This design comes from an exercise in tuning for small area, a short achievable clock period and few clock cycles per item on the open sky130 flow, not from production work.
In this exercise RTL edits were held to simulation tests only and were not proved equivalent to the original.

`flow/run.sh`:
```
#!/bin/bash
# synth_recipe.tcl (not shown) runs the flow's synth.tcl, then flattens the netlist and writes it again
# the make line also repeats each setting of config.mk as NAME=value (left out here)
make -C /OpenROAD-flow-scripts/flow DESIGN_CONFIG=/design/flow/config.mk WORK_HOME=/design/flow/orfs CLKGATE_MAP_FILE= SYNTH_SCRIPT=/design/flow/synth_recipe.tcl finish
```
`flow/config.mk`:
```
export PLATFORM = sky130hd
export DESIGN_NAME = limiter
export DESIGN_NICKNAME = limiter
export VERILOG_FILES = /design/flow/design.v
export SDC_FILE = /design/flow/constraint.sdc
export NUM_CORES = 4
export LEC_CHECK = 0
export CAP_MARGIN = 20
export CORE_MARGIN = 2
export CORE_UTILIZATION = 60
export SLEW_MARGIN = 20
```
`flow/constraint.sdc`:
```
create_clock -name core_clock -period 13.0 [get_ports {clk}]
set_input_delay 2.6000 -clock core_clock [delete_from_list [all_inputs] [get_ports {clk}]]
set_output_delay 2.6000 -clock core_clock [all_outputs]
set_load 0.01 [all_outputs]
```
`flow/design.v`:
```
module limiter (
    input  wire        clk,
    input  wire        rst,
    input  wire [5:0]  la,         
    input  wire        in_valid,
    output wire        in_ready,
    input  wire [31:0] x,          
    input  wire [30:0] thr,        
    input  wire [30:0] k,          
    output wire        out_valid,
    input  wire        out_ready,
    output wire [31:0] y,          
    output wire [28:0] gr          
);
    localparam [28:0] ONE = 29'h1000_0000;       
    localparam [27:0] CUTS = 28'b1001_0010_0100_1001_0010_0100_1000;
    reg  [5:0]  la_r;
    reg  [29:0] mrec_r;          
    reg  [2:0]  lsh_r;           
    reg  [29:0] mrec;
    reg  [2:0]  lsh;
    always @(*) begin
        case (la)
        6'd0:  begin mrec = 30'd536870912;  lsh = 3'd0; end
        6'd1:  begin mrec = 30'd536870912;  lsh = 3'd1; end
        6'd2:  begin mrec = 30'd715827883;  lsh = 3'd2; end
        6'd3:  begin mrec = 30'd536870912;  lsh = 3'd2; end
        6'd4:  begin mrec = 30'd858993460;  lsh = 3'd3; end
        6'd5:  begin mrec = 30'd715827883;  lsh = 3'd3; end
        6'd6:  begin mrec = 30'd613566757;  lsh = 3'd3; end
        6'd7:  begin mrec = 30'd536870912;  lsh = 3'd3; end
        6'd8:  begin mrec = 30'd954437177;  lsh = 3'd4; end
        6'd9:  begin mrec = 30'd858993460;  lsh = 3'd4; end
        6'd10: begin mrec = 30'd780903145;  lsh = 3'd4; end
        6'd11: begin mrec = 30'd715827883;  lsh = 3'd4; end
        6'd12: begin mrec = 30'd660764200;  lsh = 3'd4; end
        6'd13: begin mrec = 30'd613566757;  lsh = 3'd4; end
        6'd14: begin mrec = 30'd572662307;  lsh = 3'd4; end
        6'd15: begin mrec = 30'd536870912;  lsh = 3'd4; end
        6'd16: begin mrec = 30'd1010580541; lsh = 3'd5; end
        6'd17: begin mrec = 30'd954437177;  lsh = 3'd5; end
        6'd18: begin mrec = 30'd904203642;  lsh = 3'd5; end
        6'd19: begin mrec = 30'd858993460;  lsh = 3'd5; end
        6'd20: begin mrec = 30'd818089009;  lsh = 3'd5; end
        6'd21: begin mrec = 30'd780903145;  lsh = 3'd5; end
        6'd22: begin mrec = 30'd746950835;  lsh = 3'd5; end
        6'd23: begin mrec = 30'd715827883;  lsh = 3'd5; end
        6'd24: begin mrec = 30'd687194768;  lsh = 3'd5; end
        6'd25: begin mrec = 30'd660764200;  lsh = 3'd5; end
        6'd26: begin mrec = 30'd636291452;  lsh = 3'd5; end
        6'd27: begin mrec = 30'd613566757;  lsh = 3'd5; end
        6'd28: begin mrec = 30'd592409283;  lsh = 3'd5; end
        6'd29: begin mrec = 30'd572662307;  lsh = 3'd5; end
        6'd30: begin mrec = 30'd554189329;  lsh = 3'd5; end
        6'd31: begin mrec = 30'd536870912;  lsh = 3'd5; end
        default: begin mrec = 30'd1041204193; lsh = 3'd6; end
        endcase
    end
    always @(posedge clk) begin
        la_r   <= la;
        mrec_r <= mrec;
        lsh_r  <= lsh;
    end
    wire pipe_adv;               
    wire loop_adv;               
    reg         i_v, i_sg;
    reg  [31:0] i_dn;
    reg  [30:0] i_thr, i_k;
    always @(posedge clk) begin
        if (rst)
            i_v <= 1'b0;
        else if (pipe_adv)
            i_v <= in_valid;
        if (pipe_adv) begin
            i_sg  <= x[31];
            i_dn  <= x[31] ? x : ~x;
            i_thr <= thr;
            i_k   <= k;
        end
    end
    wire        rv  [0:28];
    wire        rsg [0:28];
    wire [31:0] rdn [0:28];
    wire [30:0] rk  [0:28];
    wire        rbg [0:28];
    wire [30:0] rr  [0:28];
    wire [27:0] rq  [0:28];
    wire [31:0] big_d = {1'b0, i_thr} + i_dn + {31'd0, ~i_sg};
    genvar gi;
    generate
        for (gi = 0; gi < 28; gi = gi + 1) begin : row
            wire        v_i, sg_i, bg_i;
            wire [31:0] dn_i;
            wire [30:0] k_i, r_i;
            wire [27:0] q_i;
            if (gi == 0) begin : first
                assign v_i = i_v; assign sg_i = i_sg; assign dn_i = i_dn;
                assign k_i = i_k; assign bg_i = big_d[31]; assign r_i = i_thr;
                assign q_i = 28'd0;
            end else if (CUTS[gi]) begin : cut
                reg        v_q, sg_q, bg_q;
                reg [31:0] dn_q;
                reg [30:0] k_q, r_q;
                reg [27:0] q_q;
                always @(posedge clk) begin
                    if (rst)
                        v_q <= 1'b0;
                    else if (pipe_adv)
                        v_q <= rv[gi];
                    if (pipe_adv) begin
                        sg_q <= rsg[gi]; dn_q <= rdn[gi]; k_q <= rk[gi];
                        bg_q <= rbg[gi]; r_q <= rr[gi]; q_q <= rq[gi];
                    end
                end
                assign v_i = v_q; assign sg_i = sg_q; assign dn_i = dn_q;
                assign k_i = k_q; assign bg_i = bg_q; assign r_i = r_q;
                assign q_i = q_q;
            end else begin : pass
                assign v_i = rv[gi]; assign sg_i = rsg[gi]; assign dn_i = rdn[gi];
                assign k_i = rk[gi]; assign bg_i = rbg[gi]; assign r_i = rr[gi];
                assign q_i = rq[gi];
            end
            wire [31:0] t  = {r_i, 1'b0} + dn_i + {31'd0, ~sg_i};
            wire        qb = ~t[31];
            assign rv[gi+1]  = v_i;
            assign rsg[gi+1] = sg_i;
            assign rdn[gi+1] = dn_i;
            assign rk[gi+1]  = k_i;
            assign rbg[gi+1] = bg_i;
            assign rr[gi+1]  = qb ? t[30:0] : {r_i[29:0], 1'b0};
            assign rq[gi+1]  = q_i | ({27'd0, qb} << (27 - gi));
        end
    endgenerate
    reg         p_v, p_sg, p_bg;
    reg  [31:0] p_dn;
    reg  [30:0] p_k;
    reg  [31:0] p_kp;            
    reg  [28:0] p_gn;
    reg  [28:0] p_lmg;           
    always @(posedge clk) begin
        if (rst)
            p_v <= 1'b0;
        else if (pipe_adv)
            p_v <= rv[28];
        if (pipe_adv) begin
            p_sg <= rsg[28];
            p_dn <= rdn[28];
            p_k  <= rk[28];
            p_kp <= 32'h8000_0000 - {1'b0, rk[28]};
            p_bg <= rbg[28];
            p_gn <= rbg[28] ? {1'b0, rq[28]} : ONE;
            p_lmg <= {23'd0, la_r} - (rbg[28] ? {1'b0, rq[28]} : ONE);
        end
    end
    reg  [28:0] g, s, t;
    reg  [5:0]  h;
    reg         qdone;
    reg  [29:0] qp;              
    reg         y_v;             
    reg  [31:0] leave_r;
    reg         o_v;
    reg  [31:0] o_y;
    reg  [28:0] o_g;
    wire        out_free = ~o_v | out_ready;
    wire        lt       = p_gn < g;
    wire        need_q   = lt & ~qdone;
    assign loop_adv = p_v & ~need_q & (~y_v | out_free);
    assign pipe_adv = ~p_v | loop_adv;
    assign in_ready = pipe_adv & ~rst;
    wire [28:0] dnum  = g + p_lmg;
    wire [59:0] qprod;
    lim_mul_att u_att (.a(dnum), .b(mrec_r), .p(qprod));
    wire [29:0] qsh   = qp >> lsh_r;
    wire [28:0] qv    = qsh[28:0];
    wire [60:0] rel;
    lim_mul_rel u_rel (.a(g), .b(p_kp), .c({p_k, 28'd0}), .p(rel));
    wire [28:0] g_rel = rel[59:31];
    wire [28:0] s1 = (qdone && qv > s) ? qv : s;
    wire [28:0] t1 = (qdone && p_gn < t) ? p_gn : t;
    wire [29:0] gs = {1'b0, g} - {1'b0, s1};
    wire        hit = gs[29] || (gs[28:0] <= t1);
    wire [5:0]  h1 = p_bg ? la_r + 6'd1 : h;
    wire [31:0] x_cur = p_sg ? p_dn : ~p_dn;
    wire [4:0]  segsel = (la_r[5]) ? 5'b11111 : la_r[4:0];
    wire        seg_e  = la_r[5];
    reg  [31:0] l0 [0:0];
    reg  [31:0] l1 [0:1];
    reg  [31:0] l2 [0:3];
    reg  [31:0] l3 [0:7];
    reg  [31:0] l4 [0:15];
    reg  [31:0] l5 [0:0];
    wire [31:0] c0 = x_cur;
    wire [31:0] c1 = segsel[0] ? l0[0]  : c0;
    wire [31:0] c2 = segsel[1] ? l1[1]  : c1;
    wire [31:0] c3 = segsel[2] ? l2[3]  : c2;
    wire [31:0] c4 = segsel[3] ? l3[7]  : c3;
    wire [31:0] c5 = segsel[4] ? l4[15] : c4;
    wire [31:0] c6 = seg_e     ? l5[0]  : c5;
    reg  [5:0]  fill;            
    wire [31:0] leave = (fill >= la_r) ? c6 : 32'd0;
    integer i;
    always @(posedge clk) begin
        if (loop_adv) begin
            l0[0] <= c0;
            l1[0] <= c1;
            for (i = 1; i < 2; i = i + 1) l1[i] <= l1[i-1];
            l2[0] <= c2;
            for (i = 1; i < 4; i = i + 1) l2[i] <= l2[i-1];
            l3[0] <= c3;
            for (i = 1; i < 8; i = i + 1) l3[i] <= l3[i-1];
            l4[0] <= c4;
            for (i = 1; i < 16; i = i + 1) l4[i] <= l4[i-1];
            l5[0] <= c5;
            leave_r <= leave;
        end
        if (rst)
            fill <= 6'd0;
        else if (loop_adv && fill != 6'd32)
            fill <= fill + 6'd1;
    end
    always @(posedge clk) begin
        if (rst) begin
            g     <= ONE;
            s     <= 29'd0;
            t     <= ONE;
            h     <= 6'd0;
            qdone <= 1'b0;
            y_v   <= 1'b0;
        end else begin
            if (p_v && need_q) begin
                qp    <= qprod[58:29];
                qdone <= 1'b1;
            end
            if (loop_adv) begin
                qdone <= 1'b0;
                if (s1 != 29'd0) begin
                    h <= h1;
                    if (hit) begin
                        g <= t1;
                        s <= 29'd0;
                        t <= ONE;
                    end else begin
                        g <= gs[28:0];
                        s <= s1;
                        t <= t1;
                    end
                end else if (h1 != 6'd0) begin
                    h <= h1 - 6'd1;
                end else begin
                    h <= h1;
                    g <= g_rel;
                end
            end
            if (loop_adv)
                y_v <= 1'b1;
            else if (out_free)
                y_v <= 1'b0;
        end
    end
    wire [61:0] yprod;
    lim_mul_y u_y (.a(leave_r), .b(g), .p(yprod));
    always @(posedge clk) begin
        if (rst)
            o_v <= 1'b0;
        else if (y_v && out_free)
            o_v <= 1'b1;
        else if (out_ready)
            o_v <= 1'b0;
        if (y_v && out_free) begin
            o_y <= yprod[59:28];
            o_g <= g;
        end
    end
    assign out_valid = o_v;
    assign y         = o_y;
    assign gr        = o_g;
endmodule
module lim_mul_att (input wire [28:0] a, input wire [29:0] b, output wire [59:0] p);
    wire [32:0] bx = {2'd0, b, 1'b0};
    wire [30:0] a1 = {1'b0, 1'b0, a};
    wire [30:0] a2 = {1'b0, a, 1'b0};
    wire [2:0] d0 = bx[2:0];
    wire one0 = d0[0] ^ d0[1];
    wire two0 = (d0 == 3'b011) | (d0 == 3'b100);
    wire neg0 = d0[2] & ~(d0 == 3'b111);
    wire [30:0] r0 = ({31{one0}} & a1 | {31{two0}} & a2) ^ {31{neg0}};
    wire [59:0] t0 = {29'd0, ~r0[30], r0[29:0]} << 0;
    wire [2:0] d1 = bx[4:2];
    wire one1 = d1[0] ^ d1[1];
    wire two1 = (d1 == 3'b011) | (d1 == 3'b100);
    wire neg1 = d1[2] & ~(d1 == 3'b111);
    wire [30:0] r1 = ({31{one1}} & a1 | {31{two1}} & a2) ^ {31{neg1}};
    wire [59:0] t1 = {29'd0, ~r1[30], r1[29:0]} << 2;
    wire [2:0] d2 = bx[6:4];
    wire one2 = d2[0] ^ d2[1];
    wire two2 = (d2 == 3'b011) | (d2 == 3'b100);
    wire neg2 = d2[2] & ~(d2 == 3'b111);
    wire [30:0] r2 = ({31{one2}} & a1 | {31{two2}} & a2) ^ {31{neg2}};
    wire [59:0] t2 = {29'd0, ~r2[30], r2[29:0]} << 4;
    wire [2:0] d3 = bx[8:6];
    wire one3 = d3[0] ^ d3[1];
    wire two3 = (d3 == 3'b011) | (d3 == 3'b100);
    wire neg3 = d3[2] & ~(d3 == 3'b111);
    wire [30:0] r3 = ({31{one3}} & a1 | {31{two3}} & a2) ^ {31{neg3}};
    wire [59:0] t3 = {29'd0, ~r3[30], r3[29:0]} << 6;
    wire [2:0] d4 = bx[10:8];
    wire one4 = d4[0] ^ d4[1];
    wire two4 = (d4 == 3'b011) | (d4 == 3'b100);
    wire neg4 = d4[2] & ~(d4 == 3'b111);
    wire [30:0] r4 = ({31{one4}} & a1 | {31{two4}} & a2) ^ {31{neg4}};
    wire [59:0] t4 = {29'd0, ~r4[30], r4[29:0]} << 8;
    wire [2:0] d5 = bx[12:10];
    wire one5 = d5[0] ^ d5[1];
    wire two5 = (d5 == 3'b011) | (d5 == 3'b100);
    wire neg5 = d5[2] & ~(d5 == 3'b111);
    wire [30:0] r5 = ({31{one5}} & a1 | {31{two5}} & a2) ^ {31{neg5}};
    wire [59:0] t5 = {29'd0, ~r5[30], r5[29:0]} << 10;
    wire [2:0] d6 = bx[14:12];
    wire one6 = d6[0] ^ d6[1];
    wire two6 = (d6 == 3'b011) | (d6 == 3'b100);
    wire neg6 = d6[2] & ~(d6 == 3'b111);
    wire [30:0] r6 = ({31{one6}} & a1 | {31{two6}} & a2) ^ {31{neg6}};
    wire [59:0] t6 = {29'd0, ~r6[30], r6[29:0]} << 12;
    wire [2:0] d7 = bx[16:14];
    wire one7 = d7[0] ^ d7[1];
    wire two7 = (d7 == 3'b011) | (d7 == 3'b100);
    wire neg7 = d7[2] & ~(d7 == 3'b111);
    wire [30:0] r7 = ({31{one7}} & a1 | {31{two7}} & a2) ^ {31{neg7}};
    wire [59:0] t7 = {29'd0, ~r7[30], r7[29:0]} << 14;
    wire [2:0] d8 = bx[18:16];
    wire one8 = d8[0] ^ d8[1];
    wire two8 = (d8 == 3'b011) | (d8 == 3'b100);
    wire neg8 = d8[2] & ~(d8 == 3'b111);
    wire [30:0] r8 = ({31{one8}} & a1 | {31{two8}} & a2) ^ {31{neg8}};
    wire [59:0] t8 = {29'd0, ~r8[30], r8[29:0]} << 16;
    wire [2:0] d9 = bx[20:18];
    wire one9 = d9[0] ^ d9[1];
    wire two9 = (d9 == 3'b011) | (d9 == 3'b100);
    wire neg9 = d9[2] & ~(d9 == 3'b111);
    wire [30:0] r9 = ({31{one9}} & a1 | {31{two9}} & a2) ^ {31{neg9}};
    wire [59:0] t9 = {29'd0, ~r9[30], r9[29:0]} << 18;
    wire [2:0] d10 = bx[22:20];
    wire one10 = d10[0] ^ d10[1];
    wire two10 = (d10 == 3'b011) | (d10 == 3'b100);
    wire neg10 = d10[2] & ~(d10 == 3'b111);
    wire [30:0] r10 = ({31{one10}} & a1 | {31{two10}} & a2) ^ {31{neg10}};
    wire [59:0] t10 = {29'd0, ~r10[30], r10[29:0]} << 20;
    wire [2:0] d11 = bx[24:22];
    wire one11 = d11[0] ^ d11[1];
    wire two11 = (d11 == 3'b011) | (d11 == 3'b100);
    wire neg11 = d11[2] & ~(d11 == 3'b111);
    wire [30:0] r11 = ({31{one11}} & a1 | {31{two11}} & a2) ^ {31{neg11}};
    wire [59:0] t11 = {29'd0, ~r11[30], r11[29:0]} << 22;
    wire [2:0] d12 = bx[26:24];
    wire one12 = d12[0] ^ d12[1];
    wire two12 = (d12 == 3'b011) | (d12 == 3'b100);
    wire neg12 = d12[2] & ~(d12 == 3'b111);
    wire [30:0] r12 = ({31{one12}} & a1 | {31{two12}} & a2) ^ {31{neg12}};
    wire [59:0] t12 = {29'd0, ~r12[30], r12[29:0]} << 24;
    wire [2:0] d13 = bx[28:26];
    wire one13 = d13[0] ^ d13[1];
    wire two13 = (d13 == 3'b011) | (d13 == 3'b100);
    wire neg13 = d13[2] & ~(d13 == 3'b111);
    wire [30:0] r13 = ({31{one13}} & a1 | {31{two13}} & a2) ^ {31{neg13}};
    wire [59:0] t13 = {29'd0, ~r13[30], r13[29:0]} << 26;
    wire [2:0] d14 = bx[30:28];
    wire one14 = d14[0] ^ d14[1];
    wire two14 = (d14 == 3'b011) | (d14 == 3'b100);
    wire neg14 = d14[2] & ~(d14 == 3'b111);
    wire [30:0] r14 = ({31{one14}} & a1 | {31{two14}} & a2) ^ {31{neg14}};
    wire [59:0] t14 = {29'd0, ~r14[30], r14[29:0]} << 28;
    wire [2:0] d15 = bx[32:30];
    wire one15 = d15[0] ^ d15[1];
    wire two15 = (d15 == 3'b011) | (d15 == 3'b100);
    wire neg15 = d15[2] & ~(d15 == 3'b111);
    wire [30:0] r15 = ({31{one15}} & a1 | {31{two15}} & a2) ^ {31{neg15}};
    wire [59:0] t15 = {29'd0, r15} << 30;
    wire [59:0] nv = ({59'd0, neg0} << 0) | ({59'd0, neg1} << 2) | ({59'd0, neg2} << 4) | ({59'd0, neg3} << 6) | ({59'd0, neg4} << 8) | ({59'd0, neg5} << 10) | ({59'd0, neg6} << 12) | ({59'd0, neg7} << 14) | ({59'd0, neg8} << 16) | ({59'd0, neg9} << 18) | ({59'd0, neg10} << 20) | ({59'd0, neg11} << 22) | ({59'd0, neg12} << 24) | ({59'd0, neg13} << 26) | ({59'd0, neg14} << 28) | ({59'd0, neg15} << 30);
    assign p = t0 + t1 + t2 + t3 + t4 + t5 + t6 + t7 + t8 + t9 + t10 + t11 + t12 + t13 + t14 + t15 + nv + 60'd768614336762478592;
endmodule
module lim_mul_rel (input wire [28:0] a, input wire [31:0] b, input wire [58:0] c, output wire [60:0] p);
    wire [34:0] bx = {2'd0, b, 1'b0};
    wire [30:0] a1 = {1'b0, 1'b0, a};
    wire [30:0] a2 = {1'b0, a, 1'b0};
    wire [2:0] d0 = bx[2:0];
    wire one0 = d0[0] ^ d0[1];
    wire two0 = (d0 == 3'b011) | (d0 == 3'b100);
    wire neg0 = d0[2] & ~(d0 == 3'b111);
    wire [30:0] r0 = ({31{one0}} & a1 | {31{two0}} & a2) ^ {31{neg0}};
    wire [60:0] t0 = {30'd0, ~r0[30], r0[29:0]} << 0;
    wire [2:0] d1 = bx[4:2];
    wire one1 = d1[0] ^ d1[1];
    wire two1 = (d1 == 3'b011) | (d1 == 3'b100);
    wire neg1 = d1[2] & ~(d1 == 3'b111);
    wire [30:0] r1 = ({31{one1}} & a1 | {31{two1}} & a2) ^ {31{neg1}};
    wire [60:0] t1 = {30'd0, ~r1[30], r1[29:0]} << 2;
    wire [2:0] d2 = bx[6:4];
    wire one2 = d2[0] ^ d2[1];
    wire two2 = (d2 == 3'b011) | (d2 == 3'b100);
    wire neg2 = d2[2] & ~(d2 == 3'b111);
    wire [30:0] r2 = ({31{one2}} & a1 | {31{two2}} & a2) ^ {31{neg2}};
    wire [60:0] t2 = {30'd0, ~r2[30], r2[29:0]} << 4;
    wire [2:0] d3 = bx[8:6];
    wire one3 = d3[0] ^ d3[1];
    wire two3 = (d3 == 3'b011) | (d3 == 3'b100);
    wire neg3 = d3[2] & ~(d3 == 3'b111);
    wire [30:0] r3 = ({31{one3}} & a1 | {31{two3}} & a2) ^ {31{neg3}};
    wire [60:0] t3 = {30'd0, ~r3[30], r3[29:0]} << 6;
    wire [2:0] d4 = bx[10:8];
    wire one4 = d4[0] ^ d4[1];
    wire two4 = (d4 == 3'b011) | (d4 == 3'b100);
    wire neg4 = d4[2] & ~(d4 == 3'b111);
    wire [30:0] r4 = ({31{one4}} & a1 | {31{two4}} & a2) ^ {31{neg4}};
    wire [60:0] t4 = {30'd0, ~r4[30], r4[29:0]} << 8;
    wire [2:0] d5 = bx[12:10];
    wire one5 = d5[0] ^ d5[1];
    wire two5 = (d5 == 3'b011) | (d5 == 3'b100);
    wire neg5 = d5[2] & ~(d5 == 3'b111);
    wire [30:0] r5 = ({31{one5}} & a1 | {31{two5}} & a2) ^ {31{neg5}};
    wire [60:0] t5 = {30'd0, ~r5[30], r5[29:0]} << 10;
    wire [2:0] d6 = bx[14:12];
    wire one6 = d6[0] ^ d6[1];
    wire two6 = (d6 == 3'b011) | (d6 == 3'b100);
    wire neg6 = d6[2] & ~(d6 == 3'b111);
    wire [30:0] r6 = ({31{one6}} & a1 | {31{two6}} & a2) ^ {31{neg6}};
    wire [60:0] t6 = {30'd0, ~r6[30], r6[29:0]} << 12;
    wire [2:0] d7 = bx[16:14];
    wire one7 = d7[0] ^ d7[1];
    wire two7 = (d7 == 3'b011) | (d7 == 3'b100);
    wire neg7 = d7[2] & ~(d7 == 3'b111);
    wire [30:0] r7 = ({31{one7}} & a1 | {31{two7}} & a2) ^ {31{neg7}};
    wire [60:0] t7 = {30'd0, ~r7[30], r7[29:0]} << 14;
    wire [2:0] d8 = bx[18:16];
    wire one8 = d8[0] ^ d8[1];
    wire two8 = (d8 == 3'b011) | (d8 == 3'b100);
    wire neg8 = d8[2] & ~(d8 == 3'b111);
    wire [30:0] r8 = ({31{one8}} & a1 | {31{two8}} & a2) ^ {31{neg8}};
    wire [60:0] t8 = {30'd0, ~r8[30], r8[29:0]} << 16;
    wire [2:0] d9 = bx[20:18];
    wire one9 = d9[0] ^ d9[1];
    wire two9 = (d9 == 3'b011) | (d9 == 3'b100);
    wire neg9 = d9[2] & ~(d9 == 3'b111);
    wire [30:0] r9 = ({31{one9}} & a1 | {31{two9}} & a2) ^ {31{neg9}};
    wire [60:0] t9 = {30'd0, ~r9[30], r9[29:0]} << 18;
    wire [2:0] d10 = bx[22:20];
    wire one10 = d10[0] ^ d10[1];
    wire two10 = (d10 == 3'b011) | (d10 == 3'b100);
    wire neg10 = d10[2] & ~(d10 == 3'b111);
    wire [30:0] r10 = ({31{one10}} & a1 | {31{two10}} & a2) ^ {31{neg10}};
    wire [60:0] t10 = {30'd0, ~r10[30], r10[29:0]} << 20;
    wire [2:0] d11 = bx[24:22];
    wire one11 = d11[0] ^ d11[1];
    wire two11 = (d11 == 3'b011) | (d11 == 3'b100);
    wire neg11 = d11[2] & ~(d11 == 3'b111);
    wire [30:0] r11 = ({31{one11}} & a1 | {31{two11}} & a2) ^ {31{neg11}};
    wire [60:0] t11 = {30'd0, ~r11[30], r11[29:0]} << 22;
    wire [2:0] d12 = bx[26:24];
    wire one12 = d12[0] ^ d12[1];
    wire two12 = (d12 == 3'b011) | (d12 == 3'b100);
    wire neg12 = d12[2] & ~(d12 == 3'b111);
    wire [30:0] r12 = ({31{one12}} & a1 | {31{two12}} & a2) ^ {31{neg12}};
    wire [60:0] t12 = {30'd0, ~r12[30], r12[29:0]} << 24;
    wire [2:0] d13 = bx[28:26];
    wire one13 = d13[0] ^ d13[1];
    wire two13 = (d13 == 3'b011) | (d13 == 3'b100);
    wire neg13 = d13[2] & ~(d13 == 3'b111);
    wire [30:0] r13 = ({31{one13}} & a1 | {31{two13}} & a2) ^ {31{neg13}};
    wire [60:0] t13 = {30'd0, ~r13[30], r13[29:0]} << 26;
    wire [2:0] d14 = bx[30:28];
    wire one14 = d14[0] ^ d14[1];
    wire two14 = (d14 == 3'b011) | (d14 == 3'b100);
    wire neg14 = d14[2] & ~(d14 == 3'b111);
    wire [30:0] r14 = ({31{one14}} & a1 | {31{two14}} & a2) ^ {31{neg14}};
    wire [60:0] t14 = {30'd0, ~r14[30], r14[29:0]} << 28;
    wire [2:0] d15 = bx[32:30];
    wire one15 = d15[0] ^ d15[1];
    wire two15 = (d15 == 3'b011) | (d15 == 3'b100);
    wire neg15 = d15[2] & ~(d15 == 3'b111);
    wire [30:0] r15 = ({31{one15}} & a1 | {31{two15}} & a2) ^ {31{neg15}};
    wire [60:0] t15 = {30'd0, ~r15[30], r15[29:0]} << 30;
    wire [2:0] d16 = bx[34:32];
    wire one16 = d16[0] ^ d16[1];
    wire two16 = (d16 == 3'b011) | (d16 == 3'b100);
    wire neg16 = d16[2] & ~(d16 == 3'b111);
    wire [30:0] r16 = ({31{one16}} & a1 | {31{two16}} & a2) ^ {31{neg16}};
    wire [60:0] t16 = {30'd0, r16} << 32;
    wire [60:0] nv = ({60'd0, neg0} << 0) | ({60'd0, neg1} << 2) | ({60'd0, neg2} << 4) | ({60'd0, neg3} << 6) | ({60'd0, neg4} << 8) | ({60'd0, neg5} << 10) | ({60'd0, neg6} << 12) | ({60'd0, neg7} << 14) | ({60'd0, neg8} << 16) | ({60'd0, neg9} << 18) | ({60'd0, neg10} << 20) | ({60'd0, neg11} << 22) | ({60'd0, neg12} << 24) | ({60'd0, neg13} << 26) | ({60'd0, neg14} << 28) | ({60'd0, neg15} << 30) | ({60'd0, neg16} << 32);
    assign p = t0 + t1 + t2 + t3 + t4 + t5 + t6 + t7 + t8 + t9 + t10 + t11 + t12 + t13 + t14 + t15 + t16 + nv + 61'd768614336762478592 + {2'd0, c};
endmodule
module lim_mul_y (input wire [31:0] a, input wire [28:0] b, output wire [61:0] p);
    wire [30:0] bx = {1'd0, b, 1'b0};
    wire [33:0] a1 = {a[31], a[31], a};
    wire [33:0] a2 = {a[31], a, 1'b0};
    wire [2:0] d0 = bx[2:0];
    wire one0 = d0[0] ^ d0[1];
    wire two0 = (d0 == 3'b011) | (d0 == 3'b100);
    wire neg0 = d0[2] & ~(d0 == 3'b111);
    wire [33:0] r0 = ({34{one0}} & a1 | {34{two0}} & a2) ^ {34{neg0}};
    wire [61:0] t0 = {28'd0, ~r0[33], r0[32:0]} << 0;
    wire [2:0] d1 = bx[4:2];
    wire one1 = d1[0] ^ d1[1];
    wire two1 = (d1 == 3'b011) | (d1 == 3'b100);
    wire neg1 = d1[2] & ~(d1 == 3'b111);
    wire [33:0] r1 = ({34{one1}} & a1 | {34{two1}} & a2) ^ {34{neg1}};
    wire [61:0] t1 = {28'd0, ~r1[33], r1[32:0]} << 2;
    wire [2:0] d2 = bx[6:4];
    wire one2 = d2[0] ^ d2[1];
    wire two2 = (d2 == 3'b011) | (d2 == 3'b100);
    wire neg2 = d2[2] & ~(d2 == 3'b111);
    wire [33:0] r2 = ({34{one2}} & a1 | {34{two2}} & a2) ^ {34{neg2}};
    wire [61:0] t2 = {28'd0, ~r2[33], r2[32:0]} << 4;
    wire [2:0] d3 = bx[8:6];
    wire one3 = d3[0] ^ d3[1];
    wire two3 = (d3 == 3'b011) | (d3 == 3'b100);
    wire neg3 = d3[2] & ~(d3 == 3'b111);
    wire [33:0] r3 = ({34{one3}} & a1 | {34{two3}} & a2) ^ {34{neg3}};
    wire [61:0] t3 = {28'd0, ~r3[33], r3[32:0]} << 6;
    wire [2:0] d4 = bx[10:8];
    wire one4 = d4[0] ^ d4[1];
    wire two4 = (d4 == 3'b011) | (d4 == 3'b100);
    wire neg4 = d4[2] & ~(d4 == 3'b111);
    wire [33:0] r4 = ({34{one4}} & a1 | {34{two4}} & a2) ^ {34{neg4}};
    wire [61:0] t4 = {28'd0, ~r4[33], r4[32:0]} << 8;
    wire [2:0] d5 = bx[12:10];
    wire one5 = d5[0] ^ d5[1];
    wire two5 = (d5 == 3'b011) | (d5 == 3'b100);
    wire neg5 = d5[2] & ~(d5 == 3'b111);
    wire [33:0] r5 = ({34{one5}} & a1 | {34{two5}} & a2) ^ {34{neg5}};
    wire [61:0] t5 = {28'd0, ~r5[33], r5[32:0]} << 10;
    wire [2:0] d6 = bx[14:12];
    wire one6 = d6[0] ^ d6[1];
    wire two6 = (d6 == 3'b011) | (d6 == 3'b100);
    wire neg6 = d6[2] & ~(d6 == 3'b111);
    wire [33:0] r6 = ({34{one6}} & a1 | {34{two6}} & a2) ^ {34{neg6}};
    wire [61:0] t6 = {28'd0, ~r6[33], r6[32:0]} << 12;
    wire [2:0] d7 = bx[16:14];
    wire one7 = d7[0] ^ d7[1];
    wire two7 = (d7 == 3'b011) | (d7 == 3'b100);
    wire neg7 = d7[2] & ~(d7 == 3'b111);
    wire [33:0] r7 = ({34{one7}} & a1 | {34{two7}} & a2) ^ {34{neg7}};
    wire [61:0] t7 = {28'd0, ~r7[33], r7[32:0]} << 14;
    wire [2:0] d8 = bx[18:16];
    wire one8 = d8[0] ^ d8[1];
    wire two8 = (d8 == 3'b011) | (d8 == 3'b100);
    wire neg8 = d8[2] & ~(d8 == 3'b111);
    wire [33:0] r8 = ({34{one8}} & a1 | {34{two8}} & a2) ^ {34{neg8}};
    wire [61:0] t8 = {28'd0, ~r8[33], r8[32:0]} << 16;
    wire [2:0] d9 = bx[20:18];
    wire one9 = d9[0] ^ d9[1];
    wire two9 = (d9 == 3'b011) | (d9 == 3'b100);
    wire neg9 = d9[2] & ~(d9 == 3'b111);
    wire [33:0] r9 = ({34{one9}} & a1 | {34{two9}} & a2) ^ {34{neg9}};
    wire [61:0] t9 = {28'd0, ~r9[33], r9[32:0]} << 18;
    wire [2:0] d10 = bx[22:20];
    wire one10 = d10[0] ^ d10[1];
    wire two10 = (d10 == 3'b011) | (d10 == 3'b100);
    wire neg10 = d10[2] & ~(d10 == 3'b111);
    wire [33:0] r10 = ({34{one10}} & a1 | {34{two10}} & a2) ^ {34{neg10}};
    wire [61:0] t10 = {28'd0, ~r10[33], r10[32:0]} << 20;
    wire [2:0] d11 = bx[24:22];
    wire one11 = d11[0] ^ d11[1];
    wire two11 = (d11 == 3'b011) | (d11 == 3'b100);
    wire neg11 = d11[2] & ~(d11 == 3'b111);
    wire [33:0] r11 = ({34{one11}} & a1 | {34{two11}} & a2) ^ {34{neg11}};
    wire [61:0] t11 = {28'd0, ~r11[33], r11[32:0]} << 22;
    wire [2:0] d12 = bx[26:24];
    wire one12 = d12[0] ^ d12[1];
    wire two12 = (d12 == 3'b011) | (d12 == 3'b100);
    wire neg12 = d12[2] & ~(d12 == 3'b111);
    wire [33:0] r12 = ({34{one12}} & a1 | {34{two12}} & a2) ^ {34{neg12}};
    wire [61:0] t12 = {28'd0, ~r12[33], r12[32:0]} << 24;
    wire [2:0] d13 = bx[28:26];
    wire one13 = d13[0] ^ d13[1];
    wire two13 = (d13 == 3'b011) | (d13 == 3'b100);
    wire neg13 = d13[2] & ~(d13 == 3'b111);
    wire [33:0] r13 = ({34{one13}} & a1 | {34{two13}} & a2) ^ {34{neg13}};
    wire [61:0] t13 = {28'd0, ~r13[33], r13[32:0]} << 26;
    wire [2:0] d14 = bx[30:28];
    wire one14 = d14[0] ^ d14[1];
    wire two14 = (d14 == 3'b011) | (d14 == 3'b100);
    wire neg14 = d14[2] & ~(d14 == 3'b111);
    wire [33:0] r14 = ({34{one14}} & a1 | {34{two14}} & a2) ^ {34{neg14}};
    wire [61:0] t14 = {28'd0, ~r14[33], r14[32:0]} << 28;
    wire [61:0] nv = ({61'd0, neg0} << 0) | ({61'd0, neg1} << 2) | ({61'd0, neg2} << 4) | ({61'd0, neg3} << 6) | ({61'd0, neg4} << 8) | ({61'd0, neg5} << 10) | ({61'd0, neg6} << 12) | ({61'd0, neg7} << 14) | ({61'd0, neg8} << 16) | ({61'd0, neg9} << 18) | ({61'd0, neg10} << 20) | ({61'd0, neg11} << 22) | ({61'd0, neg12} << 24) | ({61'd0, neg13} << 26) | ({61'd0, neg14} << 28);
    assign p = t0 + t1 + t2 + t3 + t4 + t5 + t6 + t7 + t8 + t9 + t10 + t11 + t12 + t13 + t14 + nv + 62'd1537228675672440832;
endmodule
```
==> results.txt, run 1 <==
result of the run = finished clean
grt ovf = 0
post-synth top area share = 34.9%
Yosys top cell by area = edfxtp_1
starting density of the core = 60.2%
EDFF count, synth = 2395
vias in the first global route = 146000
syn nets = 22400
CTS tree = done
I/O Buffers = 166
Synth Flop Type = edfxtp_1
Hold EP = l4[5][5]
Hold Path Depth = 0
synth top area cells = edfxtp_1 (35%), fa_1 (12%), ha_1 (11%), xnor2_1 (7.1%), a22oi_1 (4.6%)
Residual DRC = 0
final setup fails = 0
Root Driver = clkbuf_16
TritonCTS Buffers = 279
Post-CTS Hold Fix Bufs = 0
Post-Syn Area = 0.206 mm2
Startpoint Class = flip-flop
synthesized area per cell = 10.7 um2
antenna violations before repair = 23
routed vias = 148000
maximum buffer depth of the clock tree = 4
most instantiated cells after synthesis = edfxtp_1 (2395), ha_1 (1752), inv_1 (1703), xnor2_1 (1667), a22oi_1 (1258)
Worst Path Class, Setup = flip-flop to flip-flop
worst-path maximum fanout = 29
largest net degree at the start of global routing = 209
Final Cycle Share = 94.5%
Worst R2R Setup Slack = 0.71 ns
Reg clk slew, reported paths = 0.06 ns
num ports = 167
vias per inst = 6.19
first-pass GRT wire length = 855000 um
post-synthesis sequential area ratio = 36.3%
most frequent cell after synthesis = edfxtp_1
unique cell type count in the Yosys netlist = 97
cells after synthesis = 19300
Slowest cell on crit path = o41a_1
fmax = 81.4 MHz
fill count = 27500
synth warn = 7
share of cells above drive strength 1 = 6.87%
DP Worst Slack = 0.476 ns
die height = 590 um
reg2reg end = row[21].genblk1.cut.r_q[5]
WP data arrival = 12.90 ns
CP Capture Type = flip-flop
Rows = 215
RSZ-0062 raised after global routing = no
Tightest Pin Transition = 1.34 ns
minimum clock period = 12.29 ns
worst reg-to-reg path cell count = 42
core box area = 0.343 mm2
Async S/R FF share, synth = 0%
PnR worst setup slack = 0.715 ns
hpwl dp = 389000 um
Final Wtd Congestion = 0.928
initial drt markers = 14400
DRT antenna net count = 0
HP Class = flip-flop to flip-flop
total wire length = 552000 um
reg-to-reg startpoint = row[18].genblk1.cut.dn_q[4]
slew margin rel. = 9.58%
Crit. Startpoint = row[18].genblk1.cut.dn_q[4]
DIE AREA = 0.349 mm2
nets = 22200
Buf/Inv on CP = 4
setup_tns = 0 ns
worst clock skew = 0.0600 ns
synthesis-to-finish area growth = 8.03%
CP required = 13.62 ns
Worst path top cell family by delay = compound AO/OA/AOI/OAI gates
drt first pass iters = 6
WL/cell = 23.1 um
Hold Startpoint = l4[4][5]
Die X = 590 um
clk sinks = 2546
#FFs+latches synth = 2546
final-report hold violation count = 0
GRT Overall Usage = 31.4%
clk latency of the worst-skew pair = 0.94 ns
Slew Limit Fails = 0
H-tree depth = 5
Max stage delay on crit path = 0.52 ns
max cap viols = 0
registers in the layout (all words and copies together) (netlist names), 64 cells and up:
register,count
row.genblk1.cut.dn_q,288
row.genblk1.cut.r_q,279
l2,128
l3,256
l1,64
row.genblk1.cut.q_q,135
row.genblk1.cut.k_q,279
l4,512
per-stage QoR:
step	util (%)	area (um2)	hold slack, ns	cells
after global routing	65.0	223000	0.375	23900
after CTS	65.0	223000	0.378	23900
after floorplan	-	206000	0.400	19300
after global placement	62.3	214000	0.400	23400
after detailed placement	62.3	214000	0.405	23400
final	65.0	223000	0.375	23900
worst reg2reg max path: cells and delay by family, from the launching register on:
kind,cells,cell delay [ns]
compound gates,23,6.52
xor+xnor,4,1.17
fa+ha+maj,3,1.11
buf+inv,4,0.76
flops,1,0.48
mux,3,1.09
simple gates,5,0.91
area by class of cell:
cell class | count | area, um2 | area share [%]
Clock buffer | 343 | 7350 | 3.30
Antenna cell | 7 | 17.5 | 0.00786
Clock inverter | 153 | 1730 | 0.775
Inverter | 1724 | 6480 | 2.91
Timing Repair Buffer | 563 | 4910 | 2.20
Multi-Input combinational cell | 14000 | 122000 | 54.6
Sequential cell | 2546 | 75000 | 33.6
Tap cell | 4557 | 5700 | 2.56
per-layer routing:
metal	track usage [%]	wire length (um)	vias to the layer above
met5	0	28	-
met4	10.4	20300	4
met3	4.83	44400	1358
met2	48.9	246000	5994
met1	45.0	242000	72100
li1	-	-	68600
worst max-delay path by stage:
| stage | to | slack (ns) | cells after the start |
|---|---|---|---|
| global route | row[3].genblk1.cut.r_q[30] | 0.03 | 46 |
| finish | row[21].genblk1.cut.r_q[5] | 0.71 | 42 |
| global placement | row[21].genblk1.cut.r_q[30] | 0.49 | 42 |
| CTS | row[21].genblk1.cut.r_q[30] | 0.45 | 41 |
| floorplan | h[2] | -4.85 | 7 |
| detailed placement | row[18].genblk1.cut.r_q[5] | 0.48 | 49 |
timing repair:
action / in CTS / in global routing
hold endpoints to repair: 0 / 0
setup endpoints to repair: 0 / 150
resized for setup: 0 / 16
setup buffers: 0 / 9
cell usage in the layout, fill, tap and decap left out, types with 375 or more instances in the layout:
master	count
buf_4	375
nor2_1	822
fa_1	1234
xor2_1	670
a21oi_1	1138
o21ai_0	778
xnor2_1	1635
inv_1	1702
a22oi_1	1258
edfxtp_1	2395
ha_1	1749
nand2_1	1111
a21o_1	561
kinds of logic (layout without fill, tap and decap cells):
| family | count (synthesis) | count (layout) | synth area share (%) |
|---|---|---|---|
| AO/OA/AOI/OAI | 4859 | 4859 | 15.6 |
| other | 1 | 8 | 0.00182 |
| buffers and inverters | 2761 | 2783 | 5.04 |
| multiplexers | 592 | 592 | 3.13 |
| AND/OR/NAND/NOR | 3229 | 3229 | 7.24 |
| XOR/XNOR | 2363 | 2363 | 10.1 |
| adder cells (fa/ha/maj) | 2986 | 2986 | 22.6 |
| flip-flops | 2546 | 2546 | 36.3 |
Testbench counts, summed over its fixed seeds: cycles 12,486, items 12,000.
==> inputs of run 2 (changes only) <==
--- a/flow/config.mk
+++ b/flow/config.mk
@@ -7,5 +7,5 @@
 export LEC_CHECK = 0
 export CAP_MARGIN = 20
 export CORE_MARGIN = 2
-export CORE_UTILIZATION = 60
+export CORE_UTILIZATION = 40
 export SLEW_MARGIN = 20
==> run 2 against run 1 <==
Against the previous run:
- still clean
- critical path depth grew 2
- via count decreased by 0.54%
- clock-buffer cell count rose by 3
- die area increased by 50%
- worst hold slack got worse by 0.041 ns
- register-to-register slack got worse by 0.02 ns
- critical endpoint is now row[24].genblk1.cut.r_q[3]
- largest cell class unchanged
==> results.txt, run 2 <==
Root Driver = clkbuf_16
H-tree depth = 5
share of cells above drive strength 1 = 6.91%
RSZ-0062 raised after global routing = no
syn nets = 22400
commonest non-fill, non-tap cell in the layout = edfxtp_1
clk latency of the worst-skew pair = 0.98 ns
Max stage delay on crit path = 0.95 ns
Yosys top cell by area = edfxtp_1
maximum buffer depth of the clock tree = 4
worst clock skew = 0.103 ns
starting density of the core = 40.2%
Reg clk slew, reported paths = 0.06 ns
Largest Register = l4
synthesis-to-finish area growth = 9.54%
CP required = 13.73 ns
Residual DRC = 0
Slowest cell on crit path = or4_2
WL/cell = 21.6 um
CTS tree = done
Final Wtd Congestion = 0.903
post-synth top area share = 34.9%
Die X = 722 um
final-report hold violation count = 0
#FFs+latches synth = 2546
synth warn = 7
result of the run = finished clean
EDFF count, synth = 2395
crit-path most repeated cell = a21o_1
post-synthesis sequential area ratio = 36.3%
first-pass GRT wire length = 869000 um
Worst Path Class, Setup = flip-flop to flip-flop
Startpoint Class = flip-flop
largest registers = l4 x512, row.genblk1.cut.dn_q x288
cells after synthesis = 19300
grt ovf = 0
clk sinks = 2546
TritonCTS Buffers = 292
GRT Overall Usage = 21.1%
nets = 22200
Rows = 263
CP Capture Type = flip-flop
I/O Buffers = 166
unique cell type count in the Yosys netlist = 97
Post-Syn Area = 0.206 mm2
drt first pass iters = 9
synthesized area per cell = 10.7 um2
antenna violations before repair = 14
hpwl dp = 403000 um
worst-path maximum fanout = 22
Largest register FFs = 512
Post-CTS Hold Fix Bufs = 0
num ports = 167
Synth Flop Type = edfxtp_1
vias per inst = 5.64
initial drt markers = 12500
die height = 722 um
DIE AREA = 0.522 mm2
HP Class = flip-flop to flip-flop
fmax = 81.3 MHz
largest net degree at the start of global routing = 192
Async S/R FF share, synth = 0%
synth top area cells = edfxtp_1 (35%), fa_1 (12%), ha_1 (11%), xnor2_1 (7.1%), a22oi_1 (4.6%)
core box area = 0.513 mm2
Tightest Pin Transition = 1.27 ns
most frequent cell after synthesis = edfxtp_1
most instantiated cells after synthesis = edfxtp_1 (2395), ha_1 (1752), inv_1 (1703), xnor2_1 (1667), a22oi_1 (1258)
routed vias = 147000
minimum clock period = 12.30 ns
Final Cycle Share = 94.6%
max cap viols = 0
commonest cells after routing, fill and taps aside = edfxtp_1 (2395), ha_1 (1748), inv_1 (1702), xnor2_1 (1636), a22oi_1 (1258)
Fin Hold WS = 0.334 ns
fill count = 48000
vias in the first global route = 146000
WP data arrival = 13.03 ns
final setup fails = 0
slew margin rel. = 14.2%
post-layout util = 44.0%
Slew Limit Fails = 0
total wire length = 565000 um
DRT antenna net count = 0
==> run 2: cell counts after synthesis <==
No cell type changed its count.
==> run 2: cell type report <==
class	count	area [um2]	share of cell area (%)
multi-input combinational	14000	122000	53.8
clock inverter	175	2040	0.904
timing repair buffer	538	4710	2.08
sequential	2546	75000	33.2
antenna	5	12.5	0.00554
tap	6757	8450	3.74
clock buffer	346	7640	3.38
inverter	1724	6480	2.87
==> run 2: through the flow <==
stage	worst slack, ns	TNS [ns]	area, um2	std cells
6_report	0.698	0	226000	26100
5_1_grt	0.0111	0	226000	26100
4_1_cts	0.545	0	226000	26100
3_5_place_dp	0.657	0	216000	25600
3_3_place_gp	0.747	0	216000	25600
2_1_floorplan	-4.85	-4419.71	206000	19300
==> run 2: cell families (layout without fill, tap and decap cells) <==
| kind of cell | Yosys count | count (layout) | synth area share [%] |
|---|---|---|---|
| AO/OA/AOI/OAI | 4859 | 4859 | 15.6 |
| XOR/XNOR | 2363 | 2363 | 10.1 |
| adder cells (fa/ha/maj) | 2986 | 2986 | 22.6 |
| buffers and inverters | 2761 | 2783 | 5.04 |
| flip-flops | 2546 | 2546 | 36.3 |
| multiplexers | 592 | 592 | 3.13 |
| other | 1 | 6 | 0.00182 |
| AND/OR/NAND/NOR | 3229 | 3229 | 7.24 |
==> run 2: worst max-delay path, delay by kind of cell, from the launching register on <==
kind | cells | cell delay, ns
flip-flops | 1 | 0.53
XOR/XNOR | 3 | 0.84
AO/OA/AOI/OAI | 25 | 6.37
AND/OR/NAND/NOR | 8 | 2.38
buffers and inverters | 4 | 0.59
multiplexers | 1 | 0.41
adder cells (fa/ha/maj) | 3 | 0.96
==> run 2: worst paths after layout <==
path              slack (ns)  cells after the start                           to                   startpoint
setup / recovery        0.70                     44   row[24].genblk1.cut.r_q[3]  row[21].genblk1.cut.dn_q[1]
hold / removal          0.33                      0  row[12].genblk1.cut.k_q[29]   row[9].genblk1.cut.k_q[29]
setup reg to reg        0.70                     44   row[24].genblk1.cut.r_q[3]  row[21].genblk1.cut.dn_q[1]
hold reg to reg         0.33                      0  row[12].genblk1.cut.k_q[29]   row[9].genblk1.cut.k_q[29]
==> run 2: metal layers <==
| metal | share of wire (%) | routed length [um] | global-route usage, % |
|---|---|---|---|
| met4 | 3.6 | 20200 | 7.15 |
| met2 | 46 | 258000 | 34.0 |
| met1 | 44 | 247000 | 29.0 |
| met3 | 7.0 | 39400 | 3.09 |
| met5 | 0.0055 | 31 | 0 |
==> run 2: timing repair <==
action | in CTS | in global routing
endpoints found under the setup margin | 0 | 201
gates resized for setup | 0 | 11
setup buffers | 0 | 12

[static timing again, ports no longer ideal]
How much do the figures lean on ideal ports? The routed layouts below were timed once more, with nothing changed but the port constraints.
Step 1 (the two cells are an assumption about what drives the block):
set clk [get_ports {clk}]
set_driving_cell -lib_cell sky130_fd_sc_hd__clkbuf_16 $clk
set_driving_cell -lib_cell sky130_fd_sc_hd__buf_2 [delete_from_list [all_inputs] $clk]
Step 2 also shifts input and output timing later by t, the mid clock arrival at the registers, as if the neighbouring blocks saw the same clock.
Three values: no drivers, after step 1, after step 2; two values: the first two.
run	shift t [ns]	setup WS [ns]	pins driven straight from the clock port
run 1	1.011	0.715 / 0.715 / 0.715	1
run 2	1.043	0.698 / 0.698 / 0.698	1
After both steps setup and hold are still met in every run listed.
